This is an optimization exercise on Yosys and OpenROAD, whose aim is small area, a short achievable clock period and few clock cycles per item, not a production implementation.
Function was not checked in any run shown here: the RTL went through the layout flow alone.

==> flow/design.v <==
module px_beat (
    input  wire        clk,
    input  wire        rst_n,
    input  wire        cfg_we,
    input  wire [7:0]  cfg_addr,
    input  wire [31:0] cfg_wdata,
    input  wire        in_valid,
    output wire        in_ready,
    input  wire        in_bstart,    
    input  wire        in_first,     
    input  wire [31:0] in_px,        
    input  wire [31:0] in_py,        
    input  wire [2:0]  in_dsrc,
    input  wire [1:0]  in_topo,
    input  wire        in_topo_en,
    input  wire        in_inv_en,
    input  wire        in_lseed,
    input  wire [1:0]  in_chk,
    output reg         out_valid,
    output reg  [31:0] out_data,
    output reg  [15:0] out_check,
    output reg  [3:0]  out_dbi
);
    reg [31:0] bg    [0:3];
    reg [31:0] topox [0:3];
    reg [31:0] topoy [0:3];
    reg [31:0] invx  [0:7];
    reg [31:0] invy  [0:7];
    reg [31:0] lfsr_poly;
    reg [4:0]  lfsr_wm1;
    reg [31:0] lfsr_seed;
    reg [1:0]  chk_type;
    reg [4:0]  chk_feed_m1;
    reg [15:0] chk_init;
    reg [1:0]  dbi_mode;
    reg [3:0]  dbi_groups;
    wire        rst   = ~rst_n;
    wire [31:0] wd0   = cfg_wdata & {32{rst_n}};    
    wire [31:0] wd1   = cfg_wdata | {32{rst}};      
    wire        we    = cfg_we | rst;
    integer k;
    always @(posedge clk) begin
        for (k = 0; k < 4; k = k + 1) begin
            if (rst | (cfg_we & (cfg_addr == 8'h60 + k))) bg[k]    <= wd0;
            if (rst | (cfg_we & (cfg_addr == 8'h64 + k))) topox[k] <= wd0;
            if (rst | (cfg_we & (cfg_addr == 8'h68 + k))) topoy[k] <= wd0;
        end
        for (k = 0; k < 8; k = k + 1) begin
            if (rst | (cfg_we & (cfg_addr == 8'h70 + k))) invx[k] <= wd0;
            if (rst | (cfg_we & (cfg_addr == 8'h78 + k))) invy[k] <= wd0;
        end
        if (rst | (cfg_we & (cfg_addr == 8'h80))) lfsr_poly <= wd0;
        if (rst | (cfg_we & (cfg_addr == 8'h81))) lfsr_wm1  <= wd1[4:0];
        if (rst | (cfg_we & (cfg_addr == 8'h82))) lfsr_seed <= {wd0[31:1], wd1[0]};
        if (rst | (cfg_we & (cfg_addr == 8'h84))) begin
            chk_type    <= wd0[1:0];
            chk_feed_m1 <= wd1[12:8];
            chk_init    <= wd0[31:16];
        end
        if (rst | (cfg_we & (cfg_addr == 8'h85))) begin
            dbi_mode   <= wd0[1:0];
            dbi_groups <= wd0[7:4];
        end
    end
    assign in_ready = 1'b1;
    reg        a_v;
    reg        a_bstart;
    reg        a_first;
    reg [31:0] a_px;
    reg [31:0] a_py;
    reg [2:0]  a_dsrc;
    reg [1:0]  a_topo;
    reg        a_topo_en;
    reg        a_inv_en;
    reg        a_lseed;
    reg [1:0]  a_chk;
    always @(posedge clk) begin
        a_v       <= in_valid & rst_n;
        a_bstart  <= in_bstart;
        a_first   <= in_first;
        a_px      <= in_px;
        a_py      <= in_py;
        a_dsrc    <= in_dsrc;
        a_topo    <= in_topo;
        a_topo_en <= in_topo_en;
        a_inv_en  <= in_inv_en;
        a_lseed   <= in_lseed;
        a_chk     <= in_chk;
    end
    wire beat = a_v;
    reg [31:0] lfsr_q;    
    reg [15:0] crc_q;     
    wire [4:0]  lsh   = ~lfsr_wm1;                        
    wire [31:0] lmask = 32'hFFFF_FFFF >> lsh;
    wire [31:0] pm    = lfsr_poly & lmask;
    wire [31:0] pla   = lfsr_poly << lsh;                 
    wire        seedld = a_first & a_lseed;
    wire [31:0] lsrc  = seedld ? lfsr_seed : lfsr_q;
    wire [31:0] sla   = lsrc << lsh;                      
    reg [31:0] f;         
    reg [31:0] lfsr_adv;
    reg        acc;
    integer    s;
    integer    t;
    always @* begin
        for (s = 0; s < 32; s = s + 1) begin
            acc = sla[31-s];
            for (t = 0; t < s; t = t + 1)
                acc = acc ^ (f[31-t] & pla[32-s+t]);
            f[31-s] = acc;
        end
        for (s = 0; s < 32; s = s + 1) begin
            acc = 1'b0;
            for (t = 0; t <= s; t = t + 1)
                acc = acc ^ (f[t] & pm[s-t]);
            lfsr_adv[s] = acc & lmask[s];
        end
    end
    wire [31:0] lfsr_start = seedld ? (lfsr_seed & lmask) : lfsr_q;
    wire        dsrc4      = (a_dsrc == 3'd4);
    wire [31:0] lfsr_next  = dsrc4 ? lfsr_adv : lfsr_start;
    reg [31:0] src_word;
    reg [31:0] word;
    reg        topo_flip;
    integer    i;
    always @* begin
        case (a_dsrc)
            3'd0, 3'd1, 3'd2, 3'd3: src_word = bg[a_dsrc[1:0]];
            3'd4:                   src_word = lfsr_adv;
            3'd5:                   src_word = a_px;
            3'd6:                   src_word = a_py;
            default:                src_word = 32'd0;
        endcase
        topo_flip = a_topo_en &
                    ((^(a_px & topox[a_topo])) ^ (^(a_py & topoy[a_topo])));
        word = src_word ^ {32{topo_flip}};
        for (i = 0; i < 8; i = i + 1) begin
            word = word ^ (invx[i] & {32{a_inv_en & a_px[i]}});
            word = word ^ (invy[i] & {32{a_inv_en & a_py[i]}});
        end
    end
    wire        type1  = (chk_type == 2'd1);
    wire [15:0] crc_init_val = type1 ? {8'd0, chk_init[7:0]} : chk_init;
    wire [15:0] crc_start = (a_first & a_chk[1]) ? crc_init_val : crc_q;
    wire        feed   = (a_chk[0] ^ a_chk[1]) & (chk_type[0] ^ chk_type[1]);
    wire [31:0] fmask  = 32'hFFFF_FFFF >> (~chk_feed_m1);
    wire [31:0] dm     = word & fmask;
    wire [15:0] cs     = type1 ? {8'd0, crc_start[7:0]} : crc_start;
    wire [47:0] z      = {31'd0, cs, 1'b0} << chk_feed_m1;
    wire [31:0] e16    = dm ^ z[47:16];
    wire [31:0] e8     = dm ^ z[39:8];
    reg [15:0] c16;
    reg [7:0]  c8;
    reg        fb;
    integer    b;
    always @* begin
        c16 = 16'd0;
        c8  = 8'd0;
        for (b = 31; b >= 0; b = b - 1) begin
            fb  = c16[15] ^ e16[b];
            c16 = {c16[14:0], 1'b0} ^ (16'h1021 & {16{fb}});
            fb  = c8[7] ^ e8[b];
            c8  = {c8[6:0], 1'b0} ^ (8'h07 & {8{fb}});
        end
    end
    wire [15:0] crc_fed  = type1 ? {8'd0, c8 ^ z[7:0]} : (c16 ^ z[15:0]);
    wire [15:0] crc_next = feed ? crc_fed : crc_start;
    reg [6:0]  secded;
    reg [5:0]  pos;
    reg [15:0] check;
    integer    h;
    always @* begin
        secded = 7'd0;
        pos = 6'd2;
        for (b = 0; b < 32; b = b + 1) begin
            pos = pos + 6'd1;
            if (pos == 6'd4 || pos == 6'd8 || pos == 6'd16 || pos == 6'd32)
                pos = pos + 6'd1;
            for (h = 0; h < 6; h = h + 1)
                if (pos[h]) secded[h] = secded[h] ^ word[b];
        end
        secded[6] = (^word) ^ (^secded[5:0]);
        case (chk_type)
            2'd1:    check = {8'd0, crc_start[7:0]};
            2'd2:    check = crc_start;
            2'd3:    check = {9'd0, secded};
            default: check = 16'd0;
        endcase
    end
    wire       dbi_dc = (dbi_mode == 2'd1);
    wire       dbi_on = dbi_mode[0] ^ dbi_mode[1];
    wire [31:0] ref_word = dbi_dc ? 32'hFFFF_FFFF : (a_bstart ? 32'd0 : out_data);
    wire [31:0] diff = word ^ ref_word;
    reg [31:0] sent;
    reg [3:0]  dbi;
    reg [3:0]  cnt;
    integer    j;
    integer    q;
    always @* begin
        sent = word;
        for (j = 0; j < 4; j = j + 1) begin
            cnt = 4'd0;
            for (q = 0; q < 8; q = q + 1)
                cnt = cnt + {3'd0, diff[8*j+q]};
            dbi[j] = dbi_groups[j] & dbi_on & (cnt > 4'd4);
            sent[8*j +: 8] = word[8*j +: 8] ^ {8{dbi[j]}};
        end
    end
    always @(posedge clk) begin
        if (!rst_n) begin
            lfsr_q    <= 32'd0;
            crc_q     <= 16'd0;
            out_data  <= 32'd0;
            out_valid <= 1'b0;
        end else begin
            out_valid <= beat;
            if (beat) begin
                lfsr_q   <= lfsr_next;
                crc_q    <= crc_next;
                out_data <= sent;
            end
        end
    end
    always @(posedge clk) begin
        out_check <= check;
        out_dbi   <= dbi;
    end
endmodule
==> flow/run.sh <==
#!/bin/bash
# synth_recipe.tcl (not shown) runs the flow's synth.tcl, then flattens the netlist and writes it again
# the make line also repeats each setting of config.mk as NAME=value (left out here)
make -C /OpenROAD-flow-scripts/flow DESIGN_CONFIG=/design/flow/config.mk WORK_HOME=/design/flow/orfs CLKGATE_MAP_FILE= SYNTH_SCRIPT=/design/flow/synth_recipe.tcl finish
==> flow/config.mk <==
export PLATFORM = sky130hd
export DESIGN_NAME = px_beat
export DESIGN_NICKNAME = px_beat
export VERILOG_FILES = /design/flow/design.v
export SDC_FILE = /design/flow/constraint.sdc
export NUM_CORES = 4
export LEC_CHECK = 0
export ABC_AREA = 1
export CAP_MARGIN = 20
export CORE_MARGIN = 2
export CORE_UTILIZATION = 35
export SLEW_MARGIN = 20
==> flow/constraint.sdc <==
create_clock -name core_clock -period 150.0 [get_ports {clk}]
set_input_delay 30.0000 -clock core_clock [delete_from_list [all_inputs] [get_ports {clk}]]
set_output_delay 30.0000 -clock core_clock [all_outputs]
set_load 0.01 [all_outputs]
==> results of run 1 <==
## final cells by class
class / instances / area [µm²]
tap: 3150 / 3940
multi-input combinational: 8616 / 44800
clock buffer: 138 / 2960
antenna: 7 / 17.5
timing repair buffer: 370 / 3300
sequential: 1172 / 33400
inverter: 654 / 2460
fill: 24100 / 144000
clock inverter: 60 / 701
## routing by layer
layer	share of wire, %	GRT usage, %
met1	44	33.0
met2	44	35.9
met3	9.1	3.68
met4	3.7	8.01
met5	0.018	0
## stage by stage
stage	cell area, µm²	hold WS, ns	cells	worst slack [ns]
after floorplan	83200	0.440	11100	116.49
after global placement	87800	0.453	14000	117.10
after detailed placement	87800	0.459	14000	117.11
after CTS	91500	0.468	14200	117.86
after global routing	91600	0.485	14200	117.85
final	91600	0.471	14200	117.93
## worst min-delay path, delay by kind of cell (launching register included)
kind            cells  cell delay (ns)
simple gates        1             0.06
flops               1             0.31
compound gates      1             0.05
## kinds of logic (layout without fill, tap and decap cells)
family,count (synthesis),after routing
AOI/OAI and AO/OA,761,761
xor gates and xnor gates,1101,1101
adders and majority gates,33,33
buffers and inverters,1269,1222
DFF,1172,1172
muxes,7,7
other,1,8
and+or+nand+nor,6713,6713
## flip-flops by register name, summed over array words and instances, names as in the netlist, 128 cells and up
name,flops
topox,128
bg,128
invy,256
topoy,128
invx,256
## placed cells by master, fill, tap and decap left out, types with 58 or more instances in the layout
| cell | instances |
|---|---|
| nand3_1 | 1961 |
| dfxtp_1 | 175 |
| xnor2_1 | 223 |
| clkdlybuf4s50_1 | 171 |
| nor2_1 | 402 |
| clkbuf_16 | 113 |
| nand2_1 | 3962 |
| a221oi_1 | 117 |
| edfxtp_1 | 994 |
| inv_1 | 592 |
| buf_4 | 191 |
| a21oi_1 | 182 |
| nand3_2 | 59 |
| a31oi_1 | 58 |
| nand3b_1 | 91 |
| xor2_1 | 854 |
| nand2_2 | 80 |
| o21ai_0 | 261 |
## worst max-delay path by stage
stage / start / endpoint / cells past startpoint
floorplan: cfg_addr[5] / invx[2][0]$_DFFE_PP_ / 5
global placement: cfg_we / invx[1][1]$_DFFE_PP_ / 5
detailed placement: cfg_addr[5] / invy[6][13]$_DFFE_PP_ / 5
CTS: cfg_addr[5] / invy[6][28]$_DFFE_PP_ / 5
global route: cfg_we / dbi_groups[3]$_DFFE_PP_ / 5
finish: cfg_we / dbi_groups[1]$_DFFE_PP_ / 5
==> results.toml, run 1 <==
[cts]
cts_resized = 0
htree_levels = 3
cts_buffers = 108
cts_setup_buffers = 0
cts_sinks = 1172
tritoncts = "yes"
cts.path.max_buffers = 3
clkTransAtPathRegs_ns = 0.07
clkLatencyLatePin_ns = 0.74
root_buffer = "clkbuf_16"
cts_hold_buf = 0

[worst_setup_path]
rr_worst_depth = 105
slowest_delay_ns = 0.91
path_cells = "clkdlybuf4s50_1, inv_1, nor2_1, nand2_1, o21ai_0"
required_ns = 150.34
critPathBufInv = 2
r2r_end = "out_data[10]$_SDFFE_PN0P_"
critPathArrivalTime_ns = 32.42
crit_fanout = 12
cp_top_family = "buffers and inverters"
reg2reg_from = "lfsr_wm1[1]$_DFFE_PP_"
path_class = "in -> reg"
cp-end-kind = "flip-flop"
crit_path_start_kind = "input pin"
r2r_slack_ns = 120.91
cpMaxStageDelayCell = "o21ai_0"

[yosys]
synth_common_cells = "nand2_1, nand3_1, edfxtp_1, xor2_1, inv_1"
synth.distinct_cells = 66
synthMuxAreaShare_pct = 0.0857
yosysSeqAreaShare_pct = 40.2
synthXorXnorAreaFrac_pct = 11.9
yosys_warnings = 6
yosysTopAreaCell = "edfxtp_1"
synth_nets = 11200
ys_async_sr_fraction_pct = 0
synth_most_common_cell = "nand2_1"
synth_area_leaders = "edfxtp_1, nand2_1, nand3_1, xor2_1, dfxtp_1"
synthFlopType = "edfxtp_1"
synth-compound-area-share_pct = 5.47
synth_edf_count = 994
synthAdderAreaFrac_pct = 0.641
avgSynthCellArea_um2 = 7.52
synth-simple-area-share_pct = 35.2
synth_cells = 11100
synth_top_family_by_area = "simple AND/OR/NAND/NOR gates"
netlist.area_leader.share_pct = 35.9
syn_area_um2 = 83200
ys_ff_latch = 1172

[floorplanning]
die_h_um = 492
coreArea_um2 = 236000
die_w_um = 492
initial_core_util_pct = 35.3
io_pins = 174
num_rows = 178
dieArea_um2 = 242000

[global_route]
antenna_found_initial = 17
grt_pass1_vias = 67200
grt.total_usage_pct = 23.3
grt_pass1_wl_um = 432000
grt_max_degree = 90
grt-ovfl-total = 0

[routing]
wl_per_cell_um = 20.7
vias = 75600
via_per_inst = 5.33
ant_nets = 0
routed_wl_um = 293000
drt_pass1_iterations = 6
drc_errors = 0
drt_iter0_drc = 8673

[cells_and_area]
utilization_pct = 38.8
layout-drive-gt1-share_pct = 6.31
finalNetCount = 11100
syn2layout_area_growth_pct = 10.1

[hold_path]
hold_class = "reg -> reg"
hold_end = "crc_q[3]$_SDFFE_PN0P_"
min_from = "crc_q[3]$_SDFFE_PN0P_"
whs_path_depth = 2

[sta]
final_hold_viol_count = 0
final-max-slew-violation-count = 0
worst_pin_slew_ns = 1.24
fin_skew_ns = 0.0589
fin_crit_ns = 32.08
final.period_utilization_pct = 21.4
setup-tns-final_ns = 0
setup_viol_count_final = 0
fmaxAchievable_ghz = 0.0312
rsz0062_at_grt = "no"
max_slew_margin_pct = 17.1

[job]
maxCapViolCount = 0

[placement]
place_hpwl_um = 203000
gp_congestion = 0.980
portBuffers = 172

[run_status]
status = "timing/DRC/antenna clean"
==> run 2, diff against run 1 <==
--- a/flow/design.v
+++ b/flow/design.v
@@ -35,28 +35,36 @@
     reg [1:0]  dbi_mode;
     reg [3:0]  dbi_groups;
-    wire        rst   = ~rst_n;
-    wire [31:0] wd0   = cfg_wdata & {32{rst_n}};    
-    wire [31:0] wd1   = cfg_wdata | {32{rst}};      
-    wire        we    = cfg_we | rst;
+    reg        rst;
+    reg        c_we;
+    reg [7:0]  c_addr;
+    reg [31:0] c_wdata;
+    always @(posedge clk) begin
+        rst     <= ~rst_n;
+        c_we    <= cfg_we;
+        c_addr  <= cfg_addr;
+        c_wdata <= cfg_wdata;
+    end
+    wire [31:0] wd0   = c_wdata & {32{~rst}};       
+    wire [31:0] wd1   = c_wdata | {32{rst}};        
     integer k;
     always @(posedge clk) begin
         for (k = 0; k < 4; k = k + 1) begin
-            if (rst | (cfg_we & (cfg_addr == 8'h60 + k))) bg[k]    <= wd0;
-            if (rst | (cfg_we & (cfg_addr == 8'h64 + k))) topox[k] <= wd0;
-            if (rst | (cfg_we & (cfg_addr == 8'h68 + k))) topoy[k] <= wd0;
+            if (rst | (c_we & (c_addr == 8'h60 + k))) bg[k]    <= wd0;
+            if (rst | (c_we & (c_addr == 8'h64 + k))) topox[k] <= wd0;
+            if (rst | (c_we & (c_addr == 8'h68 + k))) topoy[k] <= wd0;
         end
         for (k = 0; k < 8; k = k + 1) begin
-            if (rst | (cfg_we & (cfg_addr == 8'h70 + k))) invx[k] <= wd0;
-            if (rst | (cfg_we & (cfg_addr == 8'h78 + k))) invy[k] <= wd0;
-        end
-        if (rst | (cfg_we & (cfg_addr == 8'h80))) lfsr_poly <= wd0;
-        if (rst | (cfg_we & (cfg_addr == 8'h81))) lfsr_wm1  <= wd1[4:0];
-        if (rst | (cfg_we & (cfg_addr == 8'h82))) lfsr_seed <= {wd0[31:1], wd1[0]};
-        if (rst | (cfg_we & (cfg_addr == 8'h84))) begin
+            if (rst | (c_we & (c_addr == 8'h70 + k))) invx[k] <= wd0;
+            if (rst | (c_we & (c_addr == 8'h78 + k))) invy[k] <= wd0;
+        end
+        if (rst | (c_we & (c_addr == 8'h80))) lfsr_poly <= wd0;
+        if (rst | (c_we & (c_addr == 8'h81))) lfsr_wm1  <= wd1[4:0];
+        if (rst | (c_we & (c_addr == 8'h82))) lfsr_seed <= {wd0[31:1], wd1[0]};
+        if (rst | (c_we & (c_addr == 8'h84))) begin
             chk_type    <= wd0[1:0];
             chk_feed_m1 <= wd1[12:8];
             chk_init    <= wd0[31:16];
         end
-        if (rst | (cfg_we & (cfg_addr == 8'h85))) begin
+        if (rst | (c_we & (c_addr == 8'h85))) begin
             dbi_mode   <= wd0[1:0];
             dbi_groups <= wd0[7:4];
@@ -88,5 +96,4 @@
         a_chk     <= in_chk;
     end
-    wire beat = a_v;
     reg [31:0] lfsr_q;    
     reg [15:0] crc_q;     
@@ -140,10 +147,22 @@
         end
     end
+    reg        b_v;
+    reg        b_bstart;
+    reg        b_first;
+    reg [1:0]  b_chk;
+    reg [31:0] b_word;
+    always @(posedge clk) begin
+        b_v      <= a_v & rst_n;
+        b_bstart <= a_bstart;
+        b_first  <= a_first;
+        b_chk    <= a_chk;
+        b_word   <= word;
+    end
     wire        type1  = (chk_type == 2'd1);
     wire [15:0] crc_init_val = type1 ? {8'd0, chk_init[7:0]} : chk_init;
-    wire [15:0] crc_start = (a_first & a_chk[1]) ? crc_init_val : crc_q;
-    wire        feed   = (a_chk[0] ^ a_chk[1]) & (chk_type[0] ^ chk_type[1]);
+    wire [15:0] crc_start = (b_first & b_chk[1]) ? crc_init_val : crc_q;
+    wire        feed   = (b_chk[0] ^ b_chk[1]) & (chk_type[0] ^ chk_type[1]);
     wire [31:0] fmask  = 32'hFFFF_FFFF >> (~chk_feed_m1);
-    wire [31:0] dm     = word & fmask;
+    wire [31:0] dm     = b_word & fmask;
     wire [15:0] cs     = type1 ? {8'd0, crc_start[7:0]} : crc_start;
     wire [47:0] z      = {31'd0, cs, 1'b0} << chk_feed_m1;
@@ -178,7 +197,7 @@
                 pos = pos + 6'd1;
             for (h = 0; h < 6; h = h + 1)
-                if (pos[h]) secded[h] = secded[h] ^ word[b];
-        end
-        secded[6] = (^word) ^ (^secded[5:0]);
+                if (pos[h]) secded[h] = secded[h] ^ b_word[b];
+        end
+        secded[6] = (^b_word) ^ (^secded[5:0]);
         case (chk_type)
             2'd1:    check = {8'd0, crc_start[7:0]};
@@ -190,6 +209,6 @@
     wire       dbi_dc = (dbi_mode == 2'd1);
     wire       dbi_on = dbi_mode[0] ^ dbi_mode[1];
-    wire [31:0] ref_word = dbi_dc ? 32'hFFFF_FFFF : (a_bstart ? 32'd0 : out_data);
-    wire [31:0] diff = word ^ ref_word;
+    wire [31:0] ref_word = dbi_dc ? 32'hFFFF_FFFF : (b_bstart ? 32'd0 : out_data);
+    wire [31:0] diff = b_word ^ ref_word;
     reg [31:0] sent;
     reg [3:0]  dbi;
@@ -198,5 +217,5 @@
     integer    q;
     always @* begin
-        sent = word;
+        sent = b_word;
         for (j = 0; j < 4; j = j + 1) begin
             cnt = 4'd0;
@@ -204,17 +223,17 @@
                 cnt = cnt + {3'd0, diff[8*j+q]};
             dbi[j] = dbi_groups[j] & dbi_on & (cnt > 4'd4);
-            sent[8*j +: 8] = word[8*j +: 8] ^ {8{dbi[j]}};
-        end
-    end
-    always @(posedge clk) begin
-        if (!rst_n) begin
+            sent[8*j +: 8] = b_word[8*j +: 8] ^ {8{dbi[j]}};
+        end
+    end
+    always @(posedge clk) begin
+        out_valid <= b_v & rst_n;
+        if (rst) begin
             lfsr_q    <= 32'd0;
             crc_q     <= 16'd0;
             out_data  <= 32'd0;
-            out_valid <= 1'b0;
         end else begin
-            out_valid <= beat;
-            if (beat) begin
+            if (a_v)
                 lfsr_q   <= lfsr_next;
+            if (b_v) begin
                 crc_q    <= crc_next;
                 out_data <= sent;
==> flow/flow/run.sh (new file) <==
#!/bin/bash
# Own layout flow: the standard layout, with synthesis run by synth.tcl
# (the standard flow's synthesis script, with ABC mapping for area plus
# buffering and sizing of critical paths: abc_area_min.script).
# Every tool's output goes to the ORFS logs under orfs/logs; make's own output
# goes to make_flow.log in the work folder.
set -euo pipefail
W=$(pwd)
export PXB_ABC_SCRIPT="$W/flow/abc_area_min.script"
sed -E "s#SYNTH_SCRIPT=[^ ]*synth_recipe\.tcl'?#SYNTH_SCRIPT=$W/flow/synth.tcl#" standard.sh > own_standard.sh
grep -q "SYNTH_SCRIPT=$W/flow/synth.tcl" own_standard.sh
bash own_standard.sh finish > make_flow.log 2>&1
==> flow/flow/abc_area_min.script (new file) <==
strash
dch
map -a
topo
buffer -p
upsize
dnsize
stime -c
==> flow/flow/synth.tcl (new file) <==
# The standard flow's synthesis script (synth_recipe.tcl), with one change: Yosys's abc
# pass runs the script named by PXB_ABC_SCRIPT instead of ORFS's area script.
proc synth {args} { yosys synth -nofsm -noshare {*}$args }
proc abc {args} {
  set i [lsearch -exact $args -script]
  if { $i >= 0 } {
    set args [lreplace $args [expr { $i + 1 }] [expr { $i + 1 }] $::env(PXB_ABC_SCRIPT)]
  }
  yosys abc {*}$args
}
source $::env(SCRIPTS_DIR)/synth.tcl
# left out here: clear keep_hierarchy, flatten, clean up, hide names made inside functions, write 1_2_yosys.v
==> flow/standard.sh (new file) <==
#!/bin/bash
# synth_recipe.tcl (not shown) runs the flow's synth.tcl, then flattens the netlist and writes it again
# the make line also repeats each setting of config.mk as NAME=value (left out here)
make -C /OpenROAD-flow-scripts/flow DESIGN_CONFIG=/design/flow/config.mk WORK_HOME=/design/flow/orfs CLKGATE_MAP_FILE= SYNTH_SCRIPT=/design/flow/synth_recipe.tcl "${@:-finish}"
removed: flow/run.sh
==> results.toml, run 2 <==
[run_status]
status = "timing/DRC/antenna clean"

[global_route]
grt_max_degree = 74
grt_pass1_vias = 51700
grt.total_usage_pct = 23.4
antenna_found_initial = 15
grt-ovfl-total = 0
grt_pass1_wl_um = 357000

[cts]
htree_levels = 4
cts_resized = 0
root_buffer = "clkbuf_16"
cts_sinks = 1251
cts_hold_buf = 0
cts.path.max_buffers = 3
tritoncts = "yes"
clkTransAtPathRegs_ns = 0.05
cts_buffers = 135
cts_setup_buffers = 0
clkLatencyLatePin_ns = 0.81

[worst_setup_path]
cp_top_family = "buffers and inverters"
slowest_delay_ns = 0.55
cpMaxStageDelayCell = "clkdlybuf4s50_1"
required_ns = 120.00
path_cells = "clkdlybuf4s50_1"
cp-end-kind = "output port"
critPathArrivalTime_ns = 1.71
crit_path_start_kind = "flip-flop"
crit_fanout = 3
path_class = "reg -> out"
critPathBufInv = 1

[yosys]
ys_async_sr_fraction_pct = 0
synth_cells = 7477
synth_common_cells = "nand2_1, edfxtp_1, xnor2_1, xor2_1, nor2_1"
avgSynthCellArea_um2 = 9.53
ys_ff_latch = 1251
yosysTopAreaCell = "edfxtp_1"
synth_most_common_cell = "nand2_1"
yosys_warnings = 6
yosysSeqAreaShare_pct = 49.1
netlist.area_leader.share_pct = 41.9
syn_area_um2 = 71200
synthFlopType = "edfxtp_1"
synth_area_leaders = "edfxtp_1, xnor2_1, xor2_1, nand2_1, dfxtp_1"
synth_nets = 7630
synth_edf_count = 994
synth.distinct_cells = 58

[placement]
portBuffers = 172
gp_congestion = 1.01
place_hpwl_um = 169000
pre_cts_slack_ns = 119.10

[routing]
drt_pass1_iterations = 6
drt_iter0_drc = 6253
top_layer_used = "met5"
wl_met1_um = 102000
wl_per_cell_um = 23.9
met2_length_um = 114000
vias = 53800
drc_errors = 0
routed_wl_um = 247000
via_per_inst = 5.20
ant_nets = 0
met3_length_um = 18200

[sta]
max_slew_margin_pct = 17.5
final_hold_viol_count = 0
setup_viol_count_final = 0
setup-tns-final_ns = 0
rsz0062_at_grt = "no"
fin_skew_ns = 0.0380
final-max-slew-violation-count = 0
worst_pin_slew_ns = 1.23
fin_crit_ns = 31.71
final.period_utilization_pct = 21.1
fmaxAchievable_ghz = 0.0315
setup_ws_ns = 118.29

[cells_and_area]
final_common_cell = "nand2_1"
syn2layout_area_growth_pct = 13.6
utilization_pct = 40.0
fill_cells = 19700
mostFrequentLayoutCells = "nand2_1, edfxtp_1, xnor2_1"
finalNetCount = 7714
top_regs = "invx (256), invy (256)"
layout-drive-gt1-share_pct = 7.20

[floorplanning]
die_w_um = 455
num_rows = 165
coreArea_um2 = 202000
io_pins = 174
dieArea_um2 = 207000
die_h_um = 455
initial_core_util_pct = 35.2

[hold_path]
hold_class = "reg -> reg"

[job]
maxCapViolCount = 0
[run 2: kinds of logic (layout without fill, tap and decap cells)]
group           after synthesis  in the layout  synth area share (%)
compound gates              997            997                  8.23
buf+inv                     755            941                  4.51
other cells                   1              5               0.00526
flops                      1251           1251                  49.1
mux                          23             23                 0.323
xor+xnor                   1882           1882                  23.2
simple gates               2535           2535                  13.9
fa+ha+maj                    33             33                 0.748
[run 2: layout make-up]
type / count / area (µm²) / area share (%)
sequential: 1251 / 35000 / 43.3
multi-input combinational: 5471 / 33700 / 41.7
clock buffer: 179 / 3700 / 4.57
tap: 2672 / 3340 / 4.13
timing repair buffer: 336 / 3080 / 3.80
inverter: 366 / 1400 / 1.74
clock inverter: 60 / 632 / 0.781
antenna: 4 / 10.0 / 0.0124
[run 2: path summary, 6_finish.rpt]
kind / from / endpoint / slack, ns / depth (start not counted)
worst max-delay path: out_data[16]$_SDFFE_PP0P_ / out_data[16] / 118.29 / 1
worst min-delay path: a_bstart$_DFF_P_ / b_bstart$_DFF_P_ / 0.33 / 0
worst max register to register: a_first$_DFF_P_ / b_word[16]$_DFF_P_ / 121.27 / 113
worst min register to register: a_bstart$_DFF_P_ / b_bstart$_DFF_P_ / 0.33 / 0
[run 2: layer usage]
layer	vias up	global-route usage [%]
met1	26300	31.1
met3	513	3.17
met4	2	10.6
li1	24600	-
met5	-	0
met2	2324	37.9
[run 2: per-stage QoR]
stage               area (µm²)  hold WS [ns]  cells
floorplan                71200         0.310   7477
global placement         76400         0.329  10100
detailed placement       76500         0.322  10100
CTS                      80800         0.335  10300
global route             80900         0.344  10300
finish                   80900         0.329  10300
==> run 3, diff against run 2 <==
==> flow/flow/run.sh (replaced) <==
#!/bin/bash
# Own layout flow: the standard layout (standard.sh), with these changes:
# - synthesis runs synth.tcl: the standard flow's synthesis script, with ABC mapping for
#   area plus buffering and sizing of critical paths (abc_area_min.script);
# - the port buffers are buf_2 cells;
# - clock tree synthesis uses no dummy loads.
# Every tool's output goes to its ORFS log under orfs/logs; make's own output
# goes to make_flow.log in the work folder.
set -euo pipefail
W=$(pwd)
export PXB_ABC_SCRIPT="$W/flow/abc_area_min.script"
sed -E "s#SYNTH_SCRIPT=[^ ]*synth_recipe\.tcl'?#SYNTH_SCRIPT=$W/flow/synth.tcl BUFFER_PORTS_ARGS='-buffer_cell sky130_fd_sc_hd__buf_2' CTS_ARGS='-sink_clustering_enable -repair_clock_nets -dont_use_dummy_load'#" standard.sh > own_standard.sh
grep -q "SYNTH_SCRIPT=$W/flow/synth.tcl" own_standard.sh
bash own_standard.sh finish > make_flow.log 2>&1
==> results.toml, run 3 <==
[run_status]
status = "timing/DRC/antenna clean"

[sta]
fin_crit_ns = 31.25
fin_skew_ns = 0.0773
final-max-slew-violation-count = 0
setup-tns-final_ns = 0
max_slew_margin_pct = 17.6
rsz0062_at_grt = "no"
final.period_utilization_pct = 20.8
whs_ns = 0.325
setup_viol_count_final = 0
worst_pin_slew_ns = 1.22
final_hold_viol_count = 0
setup_ws_ns = 118.75
fmaxAchievable_ghz = 0.0320

[worst_setup_path]
crit_fanout = 3
crit_path_start_kind = "flip-flop"
cp_top_family = "flip-flops"
required_ns = 120.00
critPathBufInv = 1
critPathArrivalTime_ns = 1.25
path_cells = "buf_2"
cpMaxStageDelayCell = "dfxtp_1"
slowest_delay_ns = 0.34
path_class = "reg -> out"
cp-end-kind = "output port"

[yosys]
synthFlopType = "edfxtp_1"
synth_cells = 7477
ys_async_sr_fraction_pct = 0
yosys_warnings = 6
synth_common_cells = "nand2_1, edfxtp_1, xnor2_1, xor2_1, nor2_1"
yosysTopAreaCell = "edfxtp_1"
avgSynthCellArea_um2 = 9.53
synth_most_common_cell = "nand2_1"
synth_nets = 7630
syn_area_um2 = 71200
synth_area_leaders = "edfxtp_1, xnor2_1, xor2_1, nand2_1, dfxtp_1"
ys_ff_latch = 1251
synth_edf_count = 994
synth.distinct_cells = 58
yosysSeqAreaShare_pct = 49.1
netlist.area_leader.share_pct = 41.9

[routing]
drc_errors = 0
routed_wl_um = 249000
vias = 53000
ant_nets = 0
drt_iter0_drc = 5540
via_per_inst = 5.18
drt_pass1_iterations = 6
wl_per_cell_um = 24.3

[global_route]
grt_pass1_wl_um = 357000
grt_pass1_vias = 50500
grt-ovfl-total = 0
grt.total_usage_pct = 23.5
antenna_found_initial = 10
grt_max_degree = 74

[floorplanning]
dieArea_um2 = 207000
die_h_um = 455
io_pins = 174
initial_core_util_pct = 35.2
die_w_um = 455
num_rows = 165
coreArea_um2 = 202000

[cells_and_area]
final_common_cell = "nand2_1"
fill_cells = 19700
syn2layout_area_growth_pct = 11.0
instances_no_fill = 10200
finalNetCount = 7706
stdcell_area_um2 = 79100
top_regs = "invx (256), invy (256)"
layout-drive-gt1-share_pct = 8.75
mostFrequentLayoutCells = "nand2_1, edfxtp_1, xnor2_1"

[cts]
tritoncts = "yes"
cts_resized = 0
root_buffer = "clkbuf_16"
cts_setup_buffers = 0
htree_levels = 4
cts.path.max_buffers = 3
cts_hold_buf = 0
cts_buffers = 134
clkTransAtPathRegs_ns = 0.05
cts_sinks = 1251
clkLatencyLatePin_ns = 0.78

[placement]
pre_cts_slack_ns = 119.51
place_hpwl_um = 170000
portBuffers = 172
gp_congestion = 1.01
dp.cells = 10100
place_area_um2 = 75600

[hold_path]
hold_class = "reg -> reg"

[job]
maxCapViolCount = 0
==> run 3: per-stage QoR <==
stage	util, %
after floorplan	-
after global placement	37.3
after detailed placement	37.4
after CTS	39.0
after global routing	39.1
final	39.1
==> run 3: cell type report <==
class                      instances  area (µm²)  area share (%)
sequential                      1251       35000            44.3
multi-input combinational       5471       33700            42.7
clock buffer                     134        3350            4.24
tap                             2672        3340            4.23
timing repair buffer             329        2200            2.79
inverter                         366        1400            1.78
antenna                            2        5.00         0.00633
==> run 3: cells by family (layout without fill, tap and decap cells) <==
logic type / Yosys count / in the layout / share of synthesized area, %
and+or+nand+nor: 2535 / 2535 / 13.9
xor gates and xnor gates: 1882 / 1882 / 23.2
DFF: 1251 / 1251 / 49.1
AOI/OAI and AO/OA: 997 / 997 / 8.23
buffers and inverters: 755 / 829 / 4.51
adders and majority gates: 33 / 33 / 0.748
muxes: 23 / 23 / 0.323
other: 1 / 3 / 0.00526
==> run 3: path summary, 6_finish.rpt <==
path | start | end | slack, ns | cells past startpoint
setup reg to reg | a_first$_DFF_P_ | b_word[30]$_DFF_P_ | 120.71 | 118
hold reg to reg | a_bstart$_DFF_P_ | b_bstart$_DFF_P_ | 0.33 | 0
setup / recovery | out_data[31]$_SDFFE_PP0P_ | out_data[31] | 118.75 | 1
hold / removal | a_bstart$_DFF_P_ | b_bstart$_DFF_P_ | 0.33 | 0
==> run 3: layer usage <==
metal	up-vias	track usage, %	wire (µm)
met5	-	0	26
met4	4	9.03	10800
met3	452	3.77	19100
met2	2184	38.5	115000
met1	25800	31.2	104000
li1	24500	-	-
==> run 4, diff against run 3 <==
==> flow/flow/run.sh (replaced) <==
#!/bin/bash
# Own layout flow: the standard layout (standard.sh), with these changes:
# - synthesis runs synth.tcl: the standard flow's synthesis script, with ABC mapping for
#   area plus buffering and sizing of critical paths (abc_area_min.script);
# - the port buffers are buf_2 cells;
# - clock tree synthesis uses clkbuf_8 cells and no dummy loads.
# Every tool's output goes to its ORFS log under orfs/logs; make's own output
# goes to make_flow.log in the work folder.
set -euo pipefail
W=$(pwd)
export PXB_ABC_SCRIPT="$W/flow/abc_area_min.script"
sed -E "s#SYNTH_SCRIPT=[^ ]*synth_recipe\.tcl'?#SYNTH_SCRIPT=$W/flow/synth.tcl BUFFER_PORTS_ARGS='-buffer_cell sky130_fd_sc_hd__buf_2' CTS_ARGS='-sink_clustering_enable -repair_clock_nets -dont_use_dummy_load -buf_list sky130_fd_sc_hd__clkbuf_8'#" standard.sh > own_standard.sh
grep -q "SYNTH_SCRIPT=$W/flow/synth.tcl" own_standard.sh
bash own_standard.sh finish > make_flow.log 2>&1
--- a/flow/config.mk
+++ b/flow/config.mk
@@ -9,4 +9,4 @@
 export CAP_MARGIN = 20
 export CORE_MARGIN = 2
-export CORE_UTILIZATION = 35
+export CORE_UTILIZATION = 50
 export SLEW_MARGIN = 20
==> results.toml, run 4 <==
[floorplanning]
io_pins = 174
initial_core_util_pct = 50.4
coreArea_um2 = 141000
dieArea_um2 = 145000
die_w_um = 381
die_h_um = 381
num_rows = 138

[cts]
root_buffer = "clkbuf_8"
cts_buffers = 198
cts_hold_buf = 0
cts.path.max_buffers = 3
htree_levels = 4
tritoncts = "yes"
cts_sinks = 1251
cts_resized = 0
clkLatencyLatePin_ns = 0.92
clkTransAtPathRegs_ns = 0.06
cts_setup_buffers = 0

[yosys]
synth.distinct_cells = 58
yosys_warnings = 6
synth_cells = 7477
synth_area_leaders = "edfxtp_1, xnor2_1, xor2_1, nand2_1, dfxtp_1"
synth_common_cells = "nand2_1, edfxtp_1, xnor2_1, xor2_1, nor2_1"
synth_edf_count = 994
yosysSeqAreaShare_pct = 49.1
synthFlopType = "edfxtp_1"
netlist.area_leader.share_pct = 41.9
syn_area_um2 = 71200
ys_ff_latch = 1251
synth_most_common_cell = "nand2_1"
yosysTopAreaCell = "edfxtp_1"
avgSynthCellArea_um2 = 9.53
synth_nets = 7630
ys_async_sr_fraction_pct = 0

[routing]
routed_wl_um = 235000
wl_per_cell_um = 24.8
vias = 53600
via_per_inst = 5.64
drt_iter0_drc = 6425
drt_pass1_iterations = 7
ant_nets = 0
drc_errors = 0

[sta]
fin_skew_ns = 0.131
worst_pin_slew_ns = 1.32
fmaxAchievable_ghz = 0.0319
final_hold_viol_count = 0
rsz0062_at_grt = "no"
max_slew_margin_pct = 11.2
setup-tns-final_ns = 0
final-max-slew-violation-count = 0
final.period_utilization_pct = 20.9
setup_viol_count_final = 0
fin_crit_ns = 31.33

[worst_setup_path]
path_cells = "buf_2"
crit_path_start_kind = "flip-flop"
critPathArrivalTime_ns = 1.33
crit_fanout = 3
slowest_delay_ns = 0.37
critPathBufInv = 1
path_class = "reg -> out"
cpMaxStageDelayCell = "dfxtp_1"
cp_top_family = "flip-flops"
cp-end-kind = "output port"
required_ns = 120.00

[global_route]
antenna_found_initial = 19
grt-ovfl-total = 0
grt_max_degree = 76
grt.total_usage_pct = 31.6
grt_pass1_vias = 50600
grt_pass1_wl_um = 341000

[job]
maxCapViolCount = 0

[cells_and_area]
mostFrequentLayoutCells = "nand2_1, edfxtp_1, xnor2_1"
layout-drive-gt1-share_pct = 9.43
top_regs = "invx (256), invy (256)"
utilization_pct = 54.7
fill_cells = 12600
final_common_cell = "nand2_1"
instances_no_fill = 9511
syn2layout_area_growth_pct = 8.64
finalNetCount = 7765

[placement]
place_hpwl_um = 159000
dp.cells = 9299
portBuffers = 172
gp_congestion = 0.988

[run_status]
status = "timing/DRC/antenna clean"

[hold_path]
hold_class = "reg -> reg"
## run 4: cell types whose count changed in the layout (fill, tap and decap cells not counted), sizes merged
cell    previous run  this run
clkbuf           134       198
diode              2        11
buf              329       324
## run 4: area by class of cell
type / count / area [µm²] / share of cell area [%]
well taps: 1890 / 2360 / 3.06
clock buffers: 198 / 2730 / 3.52
multi-input cells: 5471 / 33800 / 43.6
inverters: 366 / 1400 / 1.81
flip-flops and latches: 1251 / 35000 / 45.2
diodes: 11 / 27.5 / 0.0356
repair buffers: 324 / 2090 / 2.70
## run 4: cells by family after synthesis
group	after synthesis	synth area share, %
buf+inv	755	4.51
other cells	1	0.00526
xor+xnor	1882	23.2
flops	1251	49.1
simple gates	2535	13.9
mux	23	0.323
fa+ha+maj	33	0.748
compound gates	997	8.23
## run 4: worst paths after layout
kind	startpoint	end	slack [ns]	cells after the start
worst max-delay path	out_data[29]$_SDFFE_PP0P_	out_data[29]	118.67	1
worst min-delay path	a_chk[1]$_DFF_P_	b_chk[1]$_DFF_P_	0.33	0
worst max register to register	lfsr_wm1[1]$_DFFE_PP_	b_word[16]$_DFF_P_	120.69	113
worst min register to register	a_chk[1]$_DFF_P_	b_chk[1]$_DFF_P_	0.33	0
## run 4: routing by layer
metal,up-vias,track usage [%],wire length (µm)
li1,24600,-,-
met1,25800,44.2,98900
met4,2,11.4,8890
met2,2701,49.3,106000
met5,-,0,8
met3,512,5.71,21900
## run 4: through the flow
step	area (µm²)	hold slack, ns	setup WS [ns]
3_3_place_gp	74500	0.329	119.53
4_1_cts	77300	0.335	118.61
2_1_floorplan	71200	0.310	119.64
5_1_grt	77400	0.339	118.62
3_5_place_dp	74600	0.328	119.50
6_report	77400	0.330	118.67
==> run 5, diff against run 4 <==
--- a/flow/design.v
+++ b/flow/design.v
@@ -100,25 +100,47 @@
     wire [4:0]  lsh   = ~lfsr_wm1;                        
     wire [31:0] lmask = 32'hFFFF_FFFF >> lsh;
-    wire [31:0] pm    = lfsr_poly & lmask;
     wire [31:0] pla   = lfsr_poly << lsh;                 
     wire        seedld = a_first & a_lseed;
     wire [31:0] lsrc  = seedld ? lfsr_seed : lfsr_q;
     wire [31:0] sla   = lsrc << lsh;                      
-    reg [31:0] f;         
+    localparam LA = 2;
+    reg [31:0] lq;
+    reg [31:0] lv;
+    reg [31:0] lqn;
+    reg [31:0] lvn;
+    reg        c;
+    reg [31:0] f;
     reg [31:0] lfsr_adv;
     reg        acc;
     integer    s;
     integer    t;
-    always @* begin
+    integer    d;
+    always @* begin
+        lq[0] = 1'b1;
+        for (d = 1; d < 32; d = d + 1)
+            lq[d] = pla[32-d];
+        for (s = 0; s < 32; s = s + 1)
+            lv[s] = sla[31-s];
+        for (t = 1; t <= LA; t = t + 1) begin
+            c  = lq[t];
+            lqn = lq;
+            lvn = lv;
+            for (d = t; d < 32; d = d + 1) begin
+                lqn[d] = lq[d] ^ (c & lq[d-t]);
+                lvn[d] = lv[d] ^ (c & lv[d-t]);
+            end
+            lq = lqn;
+            lv = lvn;
+        end
         for (s = 0; s < 32; s = s + 1) begin
-            acc = sla[31-s];
-            for (t = 0; t < s; t = t + 1)
-                acc = acc ^ (f[31-t] & pla[32-s+t]);
-            f[31-s] = acc;
+            acc = lv[s];
+            for (d = s; d > LA; d = d - 1)
+                acc = acc ^ (f[s-d] & lq[d]);
+            f[s] = acc;
         end
         for (s = 0; s < 32; s = s + 1) begin
             acc = 1'b0;
             for (t = 0; t <= s; t = t + 1)
-                acc = acc ^ (f[t] & pm[s-t]);
+                acc = acc ^ (f[31-t] & lfsr_poly[s-t]);
             lfsr_adv[s] = acc & lmask[s];
         end
--- a/flow/flow/run.sh
+++ b/flow/flow/run.sh
@@ -2,5 +2,5 @@
 # Own layout flow: the standard layout (standard.sh), with these changes:
 # - synthesis runs synth.tcl: the standard flow's synthesis script, with ABC mapping for
-#   area plus buffering and sizing of critical paths (abc_area_min.script);
+#   area (abc_area_min.script);
 # - the port buffers are buf_2 cells;
 # - clock tree synthesis uses clkbuf_8 cells and no dummy loads.
==> flow/flow/abc_area_min.script (replaced) <==
strash
dch
map -a
topo
stime -c
==> results.toml, run 5 <==
[worst_setup_path]
critPathArrivalTime_ns = 1.36
reg2reg_from = "lfsr_wm1[0]$_DFFE_PP_"
critPathLaunch = "out_data[30]$_SDFFE_PP0P_"
path_class = "reg -> out"
cp_top_family = "flip-flops"
slowest_delay_ns = 0.36
cpMaxStageDelayCell = "dfxtp_1"
required_ns = 120.00
crit_path_start_kind = "flip-flop"
cp-end-kind = "output port"
critPathBufInv = 1
crit_fanout = 3
path_cells = "buf_2"

[cts]
cts.path.max_buffers = 3
clkLatencyLatePin_ns = 0.94
cts_buffers = 199
root_buffer = "clkbuf_8"
cts_hold_buf = 0
clkTransAtPathRegs_ns = 0.06
cts_sinks = 1251
cts_resized = 0
tritoncts = "yes"
htree_levels = 4
cts_setup_buffers = 0

[yosys]
ys_async_sr_fraction_pct = 0
syn_area_um2 = 70200
synth_cells = 7289
synth_edf_count = 994
yosysSeqAreaShare_pct = 49.9
synth_most_common_cell = "nand2_1"
synth.distinct_cells = 38
synth_nets = 7444
synth_area_leaders = "edfxtp_1, xor2_1, nand2_1, xnor2_1, dfxtp_1"
netlist.area_leader.share_pct = 42.5
yosys_warnings = 6
synth_common_cells = "nand2_1, xor2_1, edfxtp_1, nor2_1, xnor2_1"
ys_ff_latch = 1251
yosysTopAreaCell = "edfxtp_1"
avgSynthCellArea_um2 = 9.63
synthFlopType = "edfxtp_1"

[sta]
setup-tns-final_ns = 0
worst_pin_slew_ns = 1.22
max_slew_margin_pct = 18.5
fmaxAchievable_ghz = 0.0319
whs_ns = 0.328
final_hold_viol_count = 0
rsz0062_at_grt = "no"
fin_skew_ns = 0.185
final.period_utilization_pct = 20.9
fin_crit_ns = 31.36
final-max-slew-violation-count = 0
setup_viol_count_final = 0

[placement]
dp.cells = 9523
portBuffers = 172
gp_congestion = 0.971
place_hpwl_um = 166000

[floorplanning]
io_pins = 174
coreArea_um2 = 139000
num_rows = 137
dieArea_um2 = 143000
die_w_um = 379
die_h_um = 379
initial_core_util_pct = 50.4

[routing]
drt_pass1_iterations = 6
drc_errors = 0
via_per_inst = 5.67
drt_iter0_drc = 6764
wl_per_cell_um = 25.7
routed_wl_um = 250000
vias = 55200
ant_nets = 0

[global_route]
grt.total_usage_pct = 34.6
grt-ovfl-total = 0
grt_pass1_vias = 52000
antenna_found_initial = 17
grt_pass1_wl_um = 360000
grt_max_degree = 71

[hold_path]
min_from = "a_bstart$_DFF_P_"
hold_class = "reg -> reg"

[cells_and_area]
syn2layout_area_growth_pct = 11.6
mostFrequentLayoutCells = "nand2_1, xor2_1, edfxtp_1"
instances_no_fill = 9732
final_common_cell = "nand2_1"
layout-drive-gt1-share_pct = 9.26
top_regs = "invx (256), invy (256)"
utilization_pct = 56.2
fill_cells = 12400
finalNetCount = 8008

[job]
maxCapViolCount = 0

[run_status]
status = "timing/DRC/antenna clean"
-- run 5: metal layers --
layer / vias to the layer above / global-route usage [%] / part of all wire (%)
met4: 2 / 11.1 / 3.3
met2: 2812 / 54.4 / 46
met3: 472 / 6.72 / 9.7
met1: 26600 / 48.2 / 41
met5: - / 0 / 0.0052
li1: 25300 / - / -
-- run 5: kinds of logic (layout without fill, tap and decap cells) --
kind of cell	count (synthesis)	in the layout	share of synthesized area [%]
AO/OA/AOI/OAI	942	942	7.91
adder cells (fa/ha/maj)	35	35	0.795
XOR/XNOR	1901	1901	23.7
AND/OR/NAND/NOR	2747	2747	15.2
multiplexers	27	27	0.415
buffers and inverters	385	947	2.06
other	1	6	0.00534
flip-flops	1251	1251	49.9
-- run 5: through the flow --
stage	setup WS, ns	area (µm²)
after floorplan	119.64	70200
after global placement	119.53	75500
after detailed placement	119.50	75500
after CTS	118.56	78200
after global routing	118.55	78300
final	118.64	78400
-- run 5: final timing paths --
| path | end | slack, ns | depth (start not counted) |
|---|---|---|---|
| worst max-delay path | out_data[30] | 118.64 | 1 |
| worst min-delay path | b_bstart$_DFF_P_ | 0.33 | 0 |
| worst max register to register | b_word[24]$_DFF_P_ | 129.73 | 66 |
| worst min register to register | b_bstart$_DFF_P_ | 0.33 | 0 |
-- run 5: area by class of cell --
class	count	area (µm²)	area share (%)
multi-input combinational	5653	34400	43.9
tap	1876	2350	3.00
timing repair buffer	364	2390	3.05
inverter	384	1450	1.85
clock buffer	199	2740	3.50
sequential	1251	35000	44.7
antenna	5	12.5	0.0160
==> run 6, diff against run 5 <==
==> flow/flow/run.sh (replaced) <==
#!/bin/bash
# Own layout flow: the standard layout (standard.sh), with these changes:
# - synthesis runs synth.tcl: the standard flow's synthesis script, with ABC mapping for
#   area (abc_area_min.script);
# - the port buffers are buf_2 cells;
# - clock tree synthesis uses clkbuf_16 cells driving up to 25 registers
#   each, and no dummy loads.
# Every tool's output goes to its ORFS log under orfs/logs; make's own output
# goes to make_flow.log in the work folder.
set -euo pipefail
W=$(pwd)
export PXB_ABC_SCRIPT="$W/flow/abc_area_min.script"
sed -E "s#SYNTH_SCRIPT=[^ ]*synth_recipe\.tcl'?#SYNTH_SCRIPT=$W/flow/synth.tcl BUFFER_PORTS_ARGS='-buffer_cell sky130_fd_sc_hd__buf_2' CTS_ARGS='-sink_clustering_enable -repair_clock_nets -dont_use_dummy_load -buf_list sky130_fd_sc_hd__clkbuf_16 -sink_clustering_size 25 -sink_clustering_max_diameter 100'#" standard.sh > own_standard.sh
grep -q "SYNTH_SCRIPT=$W/flow/synth.tcl" own_standard.sh
bash own_standard.sh finish > make_flow.log 2>&1
==> results.toml, run 6 <==
[global_route]
grt.total_usage_pct = 34.1
grt_pass1_vias = 51000
grt_pass1_wl_um = 356000
grt_max_degree = 71
grt-ovfl-total = 0
antenna_found_initial = 15

[run_status]
status = "timing/DRC/antenna clean"

[sta]
setup_ws_ns = 118.77
final_hold_viol_count = 0
rsz0062_at_grt = "no"
setup_viol_count_final = 0
fin_crit_ns = 31.23
final-max-slew-violation-count = 0
setup-tns-final_ns = 0
worst_pin_slew_ns = 1.21
max_slew_margin_pct = 19.0
fin_skew_ns = 0.132
fmaxAchievable_ghz = 0.0320
final.period_utilization_pct = 20.8

[yosys]
synth_common_cells = "nand2_1, xor2_1, edfxtp_1, nor2_1, xnor2_1"
yosysSeqAreaShare_pct = 49.9
synth_area_leaders = "edfxtp_1, xor2_1, nand2_1, xnor2_1, dfxtp_1"
ys_async_sr_fraction_pct = 0
avgSynthCellArea_um2 = 9.63
synth_cells = 7289
ys_ff_latch = 1251
synth-compound-area-share_pct = 7.91
synth_most_common_cell = "nand2_1"
synth_edf_count = 994
yosys_warnings = 6
synth.distinct_cells = 38
synthXorXnorAreaFrac_pct = 23.7
netlist.area_leader.share_pct = 42.5
synth_top_family_by_area = "XOR/XNOR gates"
synth-simple-area-share_pct = 15.2
syn_area_um2 = 70200
synth_nets = 7444
synthMuxAreaShare_pct = 0.415
yosysTopAreaCell = "edfxtp_1"
synthAdderAreaFrac_pct = 0.795
synthFlopType = "edfxtp_1"

[worst_setup_path]
required_ns = 120.00
cp_num_cells = 1
reg2reg_from = "lfsr_wm1[0]$_DFFE_PP_"
path_class = "reg -> out"
crit_fanout = 3
path_cells = "buf_2"
critPathBufInv = 1
r2r_end = "b_word[24]$_DFF_P_"
crit_path_start_kind = "flip-flop"
rr_worst_depth = 66
r2r_slack_ns = 129.68
cp-end-kind = "output port"
cp_top_family = "flip-flops"
critPathArrivalTime_ns = 1.23
cpMaxStageDelayCell = "dfxtp_1"
slowest_delay_ns = 0.38

[cells_and_area]
fill_cells = 12500
instances_no_fill = 9589
finalNetCount = 7867
syn2layout_area_growth_pct = 9.80
layout-drive-gt1-share_pct = 7.60
final_common_cell = "nand2_1"
top_regs = "invx (256), invy (256)"
mostFrequentLayoutCells = "nand2_1, xor2_1, edfxtp_1"

[cts]
tritoncts = "yes"
clkLatencyLatePin_ns = 0.74
cts_setup_buffers = 0
cts_buffers = 59
cts_hold_buf = 0
cts.path.max_buffers = 3
htree_levels = 2
cts_resized = 0
cts_sinks = 1251
clkTransAtPathRegs_ns = 0.10
root_buffer = "clkbuf_16"

[hold_path]
whs_path_depth = 0
hold_class = "reg -> reg"
min_from = "a_chk[1]$_DFF_P_"
hold_end = "b_chk[1]$_DFF_P_"

[floorplanning]
die_w_um = 379
dieArea_um2 = 143000
die_h_um = 379
io_pins = 174
coreArea_um2 = 139000
initial_core_util_pct = 50.4
num_rows = 137

[placement]
pre_cts_slack_ns = 119.50
gp_congestion = 0.971
portBuffers = 172
dp.cells = 9523
place_hpwl_um = 166000

[routing]
drt_pass1_iterations = 6
routed_wl_um = 248000
vias = 54500
drt_iter0_drc = 6573
via_per_inst = 5.69
wl_per_cell_um = 25.9
ant_nets = 0
drc_errors = 0

[job]
maxCapViolCount = 0
==> run 6: final cells by class <==
class                   count  area, µm²  area share [%]
flip-flops and latches   1251      35000            45.4
multi-input cells        5653      34400            44.7
repair buffers            363       2360            3.06
well taps                1876       2350            3.05
clock buffers              59       1480            1.92
inverters                 384       1450            1.88
diodes                      3       7.51         0.00974
==> run 6: worst register-to-register path: cells and delay by family (launching register included) <==
kind                     cells  cell delay (ns)
AO/OA/AOI/OAI                6             1.66
flip-flops                   1             0.32
adder cells (fa/ha/maj)      2             0.93
buffers and inverters       23            10.37
XOR/XNOR                    10             1.91
AND/OR/NAND/NOR             25             5.01
==> run 6: stage by stage <==
stage | cell area, µm² | hold slack (ns) | util, %
final | 77100 | 0.307 | 55.3
after global routing | 77100 | 0.315 | 55.3
after CTS | 77000 | 0.307 | 55.2
after detailed placement | 75500 | 0.313 | 54.2
after global placement | 75500 | 0.322 | 54.2
after floorplan | 70200 | 0.310 | -
==> run 6: logic make-up after synthesis <==
kind of cell | after synthesis
buffers and inverters | 385
and+or+nand+nor | 2747
xor gates and xnor gates | 1901
muxes | 27
adders and majority gates | 35
other | 1
AOI/OAI and AO/OA | 942
DFF | 1251
==> run 6: how the worst max path moves through the flow <==
stage	endpoint	startpoint	slack (ns)
floorplan	out_data[0]	out_data[0]$_SDFFE_PP0P_	119.64
global route	out_data[13]	out_data[13]$_SDFFE_PP0P_	118.74
finish	out_data[8]	out_data[8]$_SDFFE_PP0P_	118.77
CTS	out_data[11]	out_data[11]$_SDFFE_PP0P_	118.75
detailed placement	out_data[0]	out_data[0]$_SDFFE_PP0P_	119.50
global placement	out_data[14]	out_data[14]$_SDFFE_PP0P_	119.53
==> run 6: metal layers <==
layer / routed length [µm] / vias to the layer above / global-route usage, % / share of wire [%]
li1: - / 25000 / - / -
met1: 103000 / 26400 / 47.9 / 42
met2: 113000 / 2728 / 54.2 / 45
met3: 24000 / 415 / 5.62 / 9.7
met4: 8280 / 4 / 10.1 / 3.3
met5: 30 / - / 0 / 0.012

==> what the ideal ports hide <==
No port has a modelled driver above. Below, the same layouts with a new extraction and two added sets of constraints. Step 1 assumes that a clkbuf_16 drives the clock port and a buf_2 every other input. Step 2 adds t to the input delays and takes it off the output delays; t is the mean of the earliest and latest rising clock arrival at the registers after step 1. Input paths then give back, and output paths get back, about the clock's delay inside the block. a / b / c = ideal / step 1 / step 2; a / b = the first two.
| run | shift t [ns] | slack for setup (ns) | hold slack, ns | clock arrival spread, ns | pins driven straight from the clock port |
|---|---|---|---|---|---|
| run 1 | 0.780 | 117.925 / 117.963 / 117.184 | 0.471 / 0.471 / 0.471 | 0.059 / 0.059 | 1 |
| run 2 | 0.861 | 118.288 / 118.217 / 119.078 | 0.329 / 0.329 / 0.329 | 0.041 / 0.041 | 1 |
| run 3 | 0.818 | 118.747 / 118.675 / 119.493 | 0.325 / 0.325 / 0.325 | 0.084 / 0.084 | 1 |
| run 4 | 0.918 | 118.671 / 118.596 / 119.514 | 0.330 / 0.330 / 0.330 | 0.155 / 0.155 | 1 |
| run 5 | 0.930 | 118.639 / 118.561 / 119.491 | 0.328 / 0.328 / 0.328 | 0.186 / 0.186 | 1 |
| run 6 | 0.755 | 118.770 / 118.686 / 119.441 | 0.307 / 0.307 / 0.307 | 0.133 / 0.133 | 1 |
After both steps every run listed still meets setup and hold. For run 1, which loses most, drivers alone change the setup slack by +0.038 ns; drivers and shift together by -0.741 ns.
